This design comes from an exercise in tuning for small area on the open sky130 flow, not from production work.
No functional check of the RTL was part of this run.
No activity file was given, so power comes from the tool's default toggle rates.

==> design/flow/design.v <==
module cw_acc (
    input  wire        clk,
    input  wire        rst,
    input  wire        smp_valid,
    input  wire [2:0]  smp_ch,
    input  wire [15:0] smp_code,
    input  wire [30:0] smp_sq,       
    input  wire        abt_valid,
    input  wire [2:0]  abt_ch,
    input  wire [1:0]  tb_period,
    input  wire [1:0]  tb_half,
    input  wire [5:0]  hs,
    input  wire        cfg_wr,
    input  wire        cfg_run,
    input  wire [2:0]  cfg_input,
    input  wire [1:0]  cfg_closure,
    input  wire        cfg_tbase,
    input  wire [1:0]  cfg_gate,
    input  wire [7:0]  cfg_garg,
    input  wire [23:0] cfg_length,
    output reg         running,
    output reg         rec_valid,
    output reg  [39:0] rec_sum,
    output reg  [55:0] rec_sumsq,
    output reg  [23:0] rec_count,
    output reg  [15:0] rec_min,
    output reg  [15:0] rec_max,
    output reg  [15:0] rec_aborts,
    output reg  [3:0]  rec_flags      
);
    localparam CL_PERIOD = 2'd0, CL_HALF = 2'd1, CL_TIME = 2'd2, CL_ONESHOT = 2'd3;
    localparam GT_NONE = 2'd0, GT_HS = 2'd1, GT_VECTOR = 2'd2;
    localparam [23:0] CNT_MAX = 24'hFF_FFFF;
    reg [2:0]  a_input;
    reg [1:0]  a_closure;
    reg        a_tbase;
    reg [1:0]  a_gate;
    reg [7:0]  a_garg;
    reg [23:0] a_length;
    reg        p_valid;
    reg [2:0]  p_input;
    reg [1:0]  p_closure;
    reg        p_tbase;
    reg [1:0]  p_gate;
    reg [7:0]  p_garg;
    reg [23:0] p_length;
    reg [39:0] w_sum;
    reg [55:0] w_sumsq;
    reg [23:0] w_count;
    reg [15:0] w_min;
    reg [15:0] w_max;
    reg [15:0] w_aborts;
    reg        w_sat;
    reg [23:0] w_ticks;    
    wire        pe_valid   = (cfg_wr & cfg_run) | p_valid;
    wire [2:0]  pe_input   = (cfg_wr & cfg_run) ? cfg_input   : p_input;
    wire [1:0]  pe_closure = (cfg_wr & cfg_run) ? cfg_closure : p_closure;
    wire        pe_tbase   = (cfg_wr & cfg_run) ? cfg_tbase   : p_tbase;
    wire [1:0]  pe_gate    = (cfg_wr & cfg_run) ? cfg_gate    : p_gate;
    wire [7:0]  pe_garg    = (cfg_wr & cfg_run) ? cfg_garg    : p_garg;
    wire [23:0] pe_length  = (cfg_wr & cfg_run) ? cfg_length  : p_length;
    wire stop  = running & cfg_wr & ~cfg_run;
    wire start = ~running & cfg_wr & cfg_run;
    reg edge_close;
    always @(*) begin
        case (a_closure)
            CL_PERIOD: edge_close = tb_period[a_tbase];
            CL_HALF:   edge_close = tb_half[a_tbase];
            CL_TIME:   edge_close = (w_ticks == a_length);
            default:   edge_close = 1'b0;
        endcase
    end
    wire strobe_close = running & ~stop & edge_close;
    wire        use_new = start | (strobe_close & pe_valid);
    wire [2:0]  e_input   = use_new ? pe_input   : a_input;
    wire [1:0]  e_closure = use_new ? pe_closure : a_closure;
    wire [1:0]  e_gate    = use_new ? pe_gate    : a_gate;
    wire [7:0]  e_garg    = use_new ? pe_garg    : a_garg;
    wire [23:0] e_length  = use_new ? pe_length  : a_length;
    wire [2:0] bridge_hs = e_garg[7] ? hs[5:3] : hs[2:0];
    reg gate_ok;
    always @(*) begin
        case (e_gate)
            GT_HS:     gate_ok = hs[e_garg[2:0]];
            GT_VECTOR: gate_ok = ({bridge_hs[0], bridge_hs[1], bridge_hs[2]} == e_garg[2:0]);
            default:   gate_ok = 1'b1;
        endcase
    end
    wire active = (running & ~stop) | start;
    wire hit    = active & smp_valid & (smp_ch == e_input) & gate_ok;
    wire ab_hit = active & abt_valid & (abt_ch == e_input);
    wire        fresh   = start | strobe_close;
    wire [39:0] b_sum    = fresh ? 40'd0 : w_sum;
    wire [55:0] b_sumsq  = fresh ? 56'd0 : w_sumsq;
    wire [23:0] b_count  = fresh ? 24'd0 : w_count;
    wire [15:0] b_min    = fresh ? 16'h7FFF : w_min;
    wire [15:0] b_max    = fresh ? 16'h8000 : w_max;
    wire [15:0] b_aborts = fresh ? 16'd0 : w_aborts;
    wire        b_sat    = fresh ? 1'b0 : w_sat;
    wire [23:0] b_ticks  = fresh ? 24'd0 : w_ticks;
    wire [39:0] n_sum    = hit ? b_sum + {{24{smp_code[15]}}, smp_code} : b_sum;
    wire [55:0] n_sumsq  = hit ? b_sumsq + {25'd0, smp_sq} : b_sumsq;
    wire [23:0] n_count  = hit ? b_count + 24'd1 : b_count;
    wire [15:0] n_min    = (hit && $signed(smp_code) < $signed(b_min)) ? smp_code : b_min;
    wire [15:0] n_max    = (hit && $signed(smp_code) > $signed(b_max)) ? smp_code : b_max;
    wire [15:0] n_aborts = (ab_hit && b_aborts != 16'hFFFF) ? b_aborts + 16'd1 : b_aborts;
    wire        n_sat    = b_sat | (hit & (smp_code == 16'h8000 || smp_code == 16'h7FFF));
    wire [23:0] n_ticks  = b_ticks + 24'd1;
    wire ovf_close  = hit & (n_count == CNT_MAX);
    wire shot_close = hit & (e_closure == CL_ONESHOT) & (n_count == e_length);
    wire smp_close  = ovf_close | shot_close;
    always @(posedge clk) begin
        if (rst) begin
            running   <= 1'b0;
            p_valid   <= 1'b0;
            rec_valid <= 1'b0;
        end else begin
            rec_valid <= stop | strobe_close | smp_close;
            if (start) begin
                running <= 1'b1;
                p_valid <= 1'b0;
            end else if (stop) begin
                running <= 1'b0;
                p_valid <= 1'b0;
            end else if (running) begin
                if (strobe_close) begin
                    p_valid <= 1'b0;
                end else if (smp_close) begin
                    p_valid <= 1'b0;
                    if (shot_close && !pe_valid)
                        running <= 1'b0;
                end else if (cfg_wr) begin
                    p_valid <= 1'b1;
                end
            end
        end
    end
    always @(posedge clk) begin
        if (use_new || (smp_close && pe_valid)) begin
            a_input   <= pe_input;
            a_closure <= pe_closure;
            a_tbase   <= pe_tbase;
            a_gate    <= pe_gate;
            a_garg    <= pe_garg;
            a_length  <= pe_length;
        end
        if (cfg_wr && cfg_run) begin
            p_input   <= cfg_input;
            p_closure <= cfg_closure;
            p_tbase   <= cfg_tbase;
            p_gate    <= cfg_gate;
            p_garg    <= cfg_garg;
            p_length  <= cfg_length;
        end
    end
    always @(posedge clk) begin
        if (smp_close) begin
            w_sum    <= 40'd0;
            w_sumsq  <= 56'd0;
            w_count  <= 24'd0;
            w_min    <= 16'h7FFF;
            w_max    <= 16'h8000;
            w_aborts <= 16'd0;
            w_sat    <= 1'b0;
            w_ticks  <= 24'd0;
        end else begin
            w_sum    <= n_sum;
            w_sumsq  <= n_sumsq;
            w_count  <= n_count;
            w_min    <= n_min;
            w_max    <= n_max;
            w_aborts <= n_aborts;
            w_sat    <= n_sat;
            w_ticks  <= n_ticks;
        end
        if (stop || strobe_close) begin
            rec_sum    <= w_sum;
            rec_sumsq  <= w_sumsq;
            rec_count  <= w_count;
            rec_min    <= w_min;
            rec_max    <= w_max;
            rec_aborts <= w_aborts;
            rec_flags  <= {w_aborts != 16'd0, stop, w_sat, 1'b0};
        end else if (smp_close) begin
            rec_sum    <= n_sum;
            rec_sumsq  <= n_sumsq;
            rec_count  <= n_count;
            rec_min    <= n_min;
            rec_max    <= n_max;
            rec_aborts <= n_aborts;
            rec_flags  <= {n_aborts != 16'd0, 1'b0, n_sat, ovf_close};
        end
    end
endmodule
module cw_acc_bank (
    input  wire         clk,
    input  wire         rst,
    input  wire         smp_valid,
    input  wire [2:0]   smp_ch,
    input  wire [15:0]  smp_code,
    input  wire         abt_valid,
    input  wire [2:0]   abt_ch,
    input  wire [1:0]   tb_period,
    input  wire [1:0]   tb_half,
    input  wire [5:0]   hs,
    input  wire         cfg_we,
    input  wire [2:0]   cfg_acc,
    input  wire [2:0]   cfg_input,
    input  wire [2:0]   cfg_closure,
    input  wire         cfg_tbase,
    input  wire [1:0]   cfg_gate,
    input  wire [7:0]   cfg_garg,
    input  wire [23:0]  cfg_length,
    input  wire         cfg_run,
    output reg          cfg_range,
    output wire [7:0]   acc_run,
    output wire [7:0]   rec_valid,
    output wire [319:0] rec_sum,
    output wire [447:0] rec_sumsq,
    output wire [191:0] rec_count,
    output wire [127:0] rec_min,
    output wire [127:0] rec_max,
    output wire [127:0] rec_aborts,
    output wire [31:0]  rec_flags
);
    reg cfg_ok;
    always @(*) begin
        cfg_ok = 1'b1;
        if (cfg_run) begin
            if (cfg_closure > 3'd3)
                cfg_ok = 1'b0;
            if (cfg_gate == 2'd3)
                cfg_ok = 1'b0;
            if (cfg_gate == 2'd1 && cfg_garg > 8'd5)
                cfg_ok = 1'b0;
            if (cfg_gate == 2'd2 && cfg_garg[6:3] != 4'd0)
                cfg_ok = 1'b0;
            if ((cfg_closure == 3'd2 || cfg_closure == 3'd3) && cfg_length < 24'd4)
                cfg_ok = 1'b0;
        end
    end
    always @(posedge clk) begin
        if (rst)
            cfg_range <= 1'b0;
        else
            cfg_range <= cfg_we & ~cfg_ok;
    end
    wire signed [31:0] sq_full = $signed(smp_code) * $signed(smp_code);
    wire [30:0] smp_sq = sq_full[30:0];
    genvar k;
    generate
        for (k = 0; k < 8; k = k + 1) begin : g_acc
            cw_acc u_acc (
                .clk        (clk),
                .rst        (rst),
                .smp_valid  (smp_valid),
                .smp_ch     (smp_ch),
                .smp_code   (smp_code),
                .smp_sq     (smp_sq),
                .abt_valid  (abt_valid),
                .abt_ch     (abt_ch),
                .tb_period  (tb_period),
                .tb_half    (tb_half),
                .hs         (hs),
                .cfg_wr     (cfg_we && cfg_ok && cfg_acc == k),
                .cfg_run    (cfg_run),
                .cfg_input  (cfg_input),
                .cfg_closure(cfg_closure[1:0]),
                .cfg_tbase  (cfg_tbase),
                .cfg_gate   (cfg_gate),
                .cfg_garg   (cfg_garg),
                .cfg_length (cfg_length),
                .running    (acc_run[k]),
                .rec_valid  (rec_valid[k]),
                .rec_sum    (rec_sum[40*k +: 40]),
                .rec_sumsq  (rec_sumsq[56*k +: 56]),
                .rec_count  (rec_count[24*k +: 24]),
                .rec_min    (rec_min[16*k +: 16]),
                .rec_max    (rec_max[16*k +: 16]),
                .rec_aborts (rec_aborts[16*k +: 16]),
                .rec_flags  (rec_flags[4*k +: 4])
            );
        end
    endgenerate
endmodule
==> design/flow/run.sh <==
#!/bin/bash
# synth_recipe.tcl (not shown) runs the flow's synth.tcl, then flattens the netlist and writes it again
# the make line also repeats each setting of config.mk as NAME=value (left out here)
make -C /OpenROAD-flow-scripts/flow DESIGN_CONFIG=/design/flow/config.mk WORK_HOME=/design/flow/orfs CLKGATE_MAP_FILE= SYNTH_SCRIPT=/design/flow/synth_recipe.tcl finish
==> design/flow/config.mk <==
export PLATFORM = sky130hd
export DESIGN_NAME = cw_acc_bank
export DESIGN_NICKNAME = cw_acc_bank
export VERILOG_FILES = /design/flow/design.v
export SDC_FILE = /design/flow/constraint.sdc
export NUM_CORES = 4
export LEC_CHECK = 0
export CAP_MARGIN = 20
export CORE_MARGIN = 2
export CORE_UTILIZATION = 30
export PLACE_DENSITY = 0.4
export SLEW_MARGIN = 20
==> design/flow/constraint.sdc <==
create_clock -name core_clock -period 12.0 [get_ports {clk}]
set_input_delay 2.4000 -clock core_clock [delete_from_list [all_inputs] [get_ports {clk}]]
set_output_delay 2.4000 -clock core_clock [all_outputs]
set_load 0.01 [all_outputs]
==> results by group <==
Pwr
  • Leak: 0.0983 uW
  • Cell area power density: 350 nW/um2
  • Peak VDD IR: around 1800 uV

Layout
  • Share of post-route cells with drive strength above 1: 10.1%
  • Fin area: 252000 um2
  • Area Growth Syn to Fin: 22.9%
  • Fin nets: 25.4k

Die
  • Initial core utilization: 30.1%
  • IO Pins: roughly 1.5k
  • Die width: 830 um
  • Total die area: 689000 um2
  • Core Box Area: 681000 um2
  • Cell row count: 303
  • DIE HEIGHT: 830 um

Min path
  • HP Class: flip-flop to flip-flop
  • Hold Path Depth: 2

Clocking
  • Hold_buf cts: 0
  • TritonCTS Buffers: 437
  • CTS root buf: clkbuf_16
  • Clk buf depth: 4
  • Clock Latency Late Sink: 1.10 ns
  • # H-tree levels: 5
  • Clk slew on worst S/H paths: around 0.060 ns
  • # clock sinks: ~3.5k
  • TritonCTS clock tree: built

Synthesis
  • Async S/R FF share, synth: 0%
  • Yosys cell types: ~110
  • Mapped Area: 205000 um2
  • Yosys warnings: 2
  • Ys flop type: edfxtp_1
  • Syn nets: around 24k
  • Post-synth EDFFs: 1944
  • Cells after synthesis: approximately 22k
  • Post-synth top area cell: edfxtp_1
  • Mean Syn Cell Area: 9.16 um2
  • Post-synth top area share: 28.5%
  • Seq cells post-synth: 3521
  • Top cells by area, synth: edfxtp_1, dfxtp_1, ha_1
  • Sequential share of the synthesized area: ~44%

GRT
  • M1 GR Usage: a little under two fifths
  • Met2 usage: 43.1%
  • Initial antenna violation count: 179
  • Grt total ovfl: 0
  • Global Route met3 Usage: 4.22%
  • First-pass GRT wire length: 1340 mm
  • Pin count of the biggest net entering global routing: 198
  • Most Crowded Layer GR: met2
  • GRT Util Overall: 27.1%
  • Vias in the first global route: 167k

STA
  • Hold Violations, Final: 0
  • RSZ-0062 raised after global routing: false
  • Fin crit share: 94.5%
  • Setup Viol. Count Final: 0
  • FMAX: 0.0882 GHz
  • Hold WS: approximately 0.47 ns
  • Slew HR: between 20% and 30%
  • Final Max Tran Viols: 0
  • Clk_skew: between 0.07 and 0.08 ns
  • Worst slew pin tran: 1.16 ns
  • Crit path time final: 11.34 ns

Place
  • Post-DP HPWL: 724 mm
  • Post-DP Area: ~240000 um2
  • # port buffers: 1474
  • Final GP Congestion: 0.915

Setup path
  • Critical Path Max Stage Delay: 0.49 ns
  • CP arrival: 12.13 ns
  • Startpoint types: input pin
  • Critical Path Sink Type: flip-flop
  • CP Max Fanout: 4
  • Worst r2r path cells: 21
  • Worst setup path class: input pin to flip-flop
  • Worst path most repeated cell: inv_1
  • Worst path slowest cell: fa_1
  • Worst endpoint required time: around 13 ns

Detailed routing
  • Vias: 178k
  • Drt pass-1 iters: 6
  • Wire per inst: ~29 um
  • Number of routed nets with antenna violations: 0
  • Residual DRC count: 0
  • Final WL: just under 1000 mm
  • Avg Vias per Cell: 5.29
  • Starting DRT DRC Count: 16.3k

Run status
  • Status: complete, no violations

Flow run
  • # Max-Cap Violations: 0
worst max-delay path: cells and delay by family:
kind                       cells  cell delay, ns
AOI/OAI and AO/OA             16            3.83
xor gates and xnor gates       1            0.14
buffers and inverters         12            1.37
muxes                          1            0.26
and+or+nand+nor                6            0.81
adders and majority gates      9            3.25
registers in the layout (all words and copies together) (netlist names), 32 cells and up:
register and cells:
g_acc.u_acc.a_garg 32, g_acc.u_acc.a_length 192, g_acc.u_acc.p_garg 32, g_acc.u_acc.p_length 192
g_acc.u_acc.rec_aborts 128, g_acc.u_acc.rec_count 192, g_acc.u_acc.rec_flags 32, g_acc.u_acc.rec_max 128
g_acc.u_acc.rec_min 128, g_acc.u_acc.rec_sum 320, g_acc.u_acc.rec_sumsq 448, g_acc.u_acc.w_aborts 128
g_acc.u_acc.w_count 192, g_acc.u_acc.w_max 128, g_acc.u_acc.w_min 128, g_acc.u_acc.w_sum 320
g_acc.u_acc.w_sumsq 448, g_acc.u_acc.w_ticks 192
synthesized netlist by cell type, types with 49 or more instances:
master / count
edfxtp_1: 1944
o31ai_1: 68
nor3_1: 599
a21oi_1: 1473
nand2_1: 3000
a21o_1: 271
fa_1: 240
o21a_1: 125
o22ai_1: 49
o21ai_0: 1315
o22a_1: 174
buf_1: 140
and3_1: 302
nor2b_1: 140
a31oi_1: 159
a22oi_1: 52
dfxtp_1: 1577
o21bai_1: 76
buf_2: 104
a211oi_1: 116
o211ai_1: 81
and4_1: 64
or4_1: 52
a22o_1: 244
and2_1: 768
clkbuf_1: 963
nand2b_1: 162
nand4_1: 274
ha_1: 926
nor2_1: 2333
xor2_1: 697
inv_1: 684
xnor2_1: 769
nand3_1: 494
or2_2: 130
nor4_1: 208
mux2_2: 177
or3_1: 128
mux2i_1: 448
final timing paths:
kind,start,end,slack [ns]
worst max-delay path,smp_code[6],g_acc[2].u_acc.rec_sumsq[52]$_DFFE_PP_,0.66
worst min-delay path,g_acc[1].u_acc.rec_flags[0]$_SDFFE_PP0P_,g_acc[1].u_acc.rec_flags[0]$_SDFFE_PP0P_,0.47
worst max register to register,g_acc[7].u_acc.a_length[16]$_DFFE_PP_,g_acc[7].u_acc.rec_valid$_SDFF_PP0_,3.26
worst min register to register,g_acc[1].u_acc.rec_flags[0]$_SDFFE_PP0P_,g_acc[1].u_acc.rec_flags[0]$_SDFFE_PP0P_,0.47
final cells by class:
cell class,instances,area [um2]
clock inverter,230,2600
fill,68600,429000
antenna,69,173
multi-input combinational,16900,109000
inverter,694,2650
sequential,3521,89900
tap,8997,11300
clock buffer,598,12200
timing repair buffer,2624,24300
cells by family after synthesis:
logic type	after synthesis	synth area share, %
and+or+nand+nor	8860	20.2
DFF	3521	43.9
AOI/OAI and AO/OA	4739	14.5
xor gates and xnor gates	1475	6.37
muxes	635	3.27
buffers and inverters	1945	3.73
adders and majority gates	1170	8.02
timing repair:
action / in CTS / in global routing
endpoints found under the setup margin: 0 / 31
resized for setup: 0 / 2
buffers inserted: 0 / 3
layer usage:
layer | routed length [um] | up-vias
met5 | 127 | -
met4 | 33700 | 18
met3 | 61300 | 978
met2 | 442000 | 5614
met1 | 437000 | 88000
li1 | - | 83100
stage by stage:
step	TNS, ns	utilization (%)	total power (uW)	instances	setup slack (ns)
finish	0	37.0	88100	33600	0.656
global route	0	37.0	92700	33600	0.0123
CTS	0	36.9	88300	33500	0.612
detailed placement	-34.11	34.8	74000	32700	-0.513
global placement	-179.50	34.8	73800	32700	-0.942
floorplan	0	-	38000	22300	0.0865
placed cells by master, fill, tap and decap left out, types with 81 or more instances in the layout:
cell type,instances
mux2i_1,448
ha_1,925
o211ai_1,81
buf_4,1067
and3_1,302
buf_12,87
o21ai_0,1311
a22o_1,244
clkbuf_16,442
nand2_1,2981
a211oi_1,113
dfxtp_1,1577
a31oi_1,157
o22a_1,174
inv_1,663
nor3_1,592
nor2b_1,139
nand2b_1,162
nor2_1,2303
fa_1,240
or2_2,128
clkdlybuf4s50_1,1404
clkbuf_1,101
nand4_1,274
or3_1,128
o21a_1,124
xnor2_1,755
xor2_1,693
a21oi_1,1452
a21o_1,265
nor4_1,202
nand3_1,491
mux2_2,177
and2_1,768
edfxtp_1,1944
power by group:
| group | internal [uW] | switching [uW] |
|---|---|---|
| Clock | 7970 | 5930 |
| Combinational | 23300 | 37500 |
| Sequential | 13100 | 323 |
| Total | 44300 | 43700 |

## re-timing with driven ports
How much do the figures lean on ideal ports? The routed layout below was timed once more, with nothing changed but the port constraints. Step 1 assumes that a clkbuf_16 drives the clock port and a buf_2 every other input. Step 2, shift: input delay + t, output delay - t, t = (earliest + latest rising clock arrival at the registers) / 2. This alone moves slack from input paths to output paths. Slacks: ideal ports / drivers / drivers and shift; pairs: ideal ports / drivers.
t (ns): 1.204
setup slack, ns: 0.656 / 0.757 / -0.447
hold slack, ns: 0.470 / 0.470 / 0.470
worst register clock-pin slew, ns: 0.07 / 0.07
cell pins on the clock port's net: 1
With both steps, setup timing fails in this run, where it was met with ideal ports. The setup slack of this run moves by +0.101 ns with the drivers and by -1.103 ns with both steps.
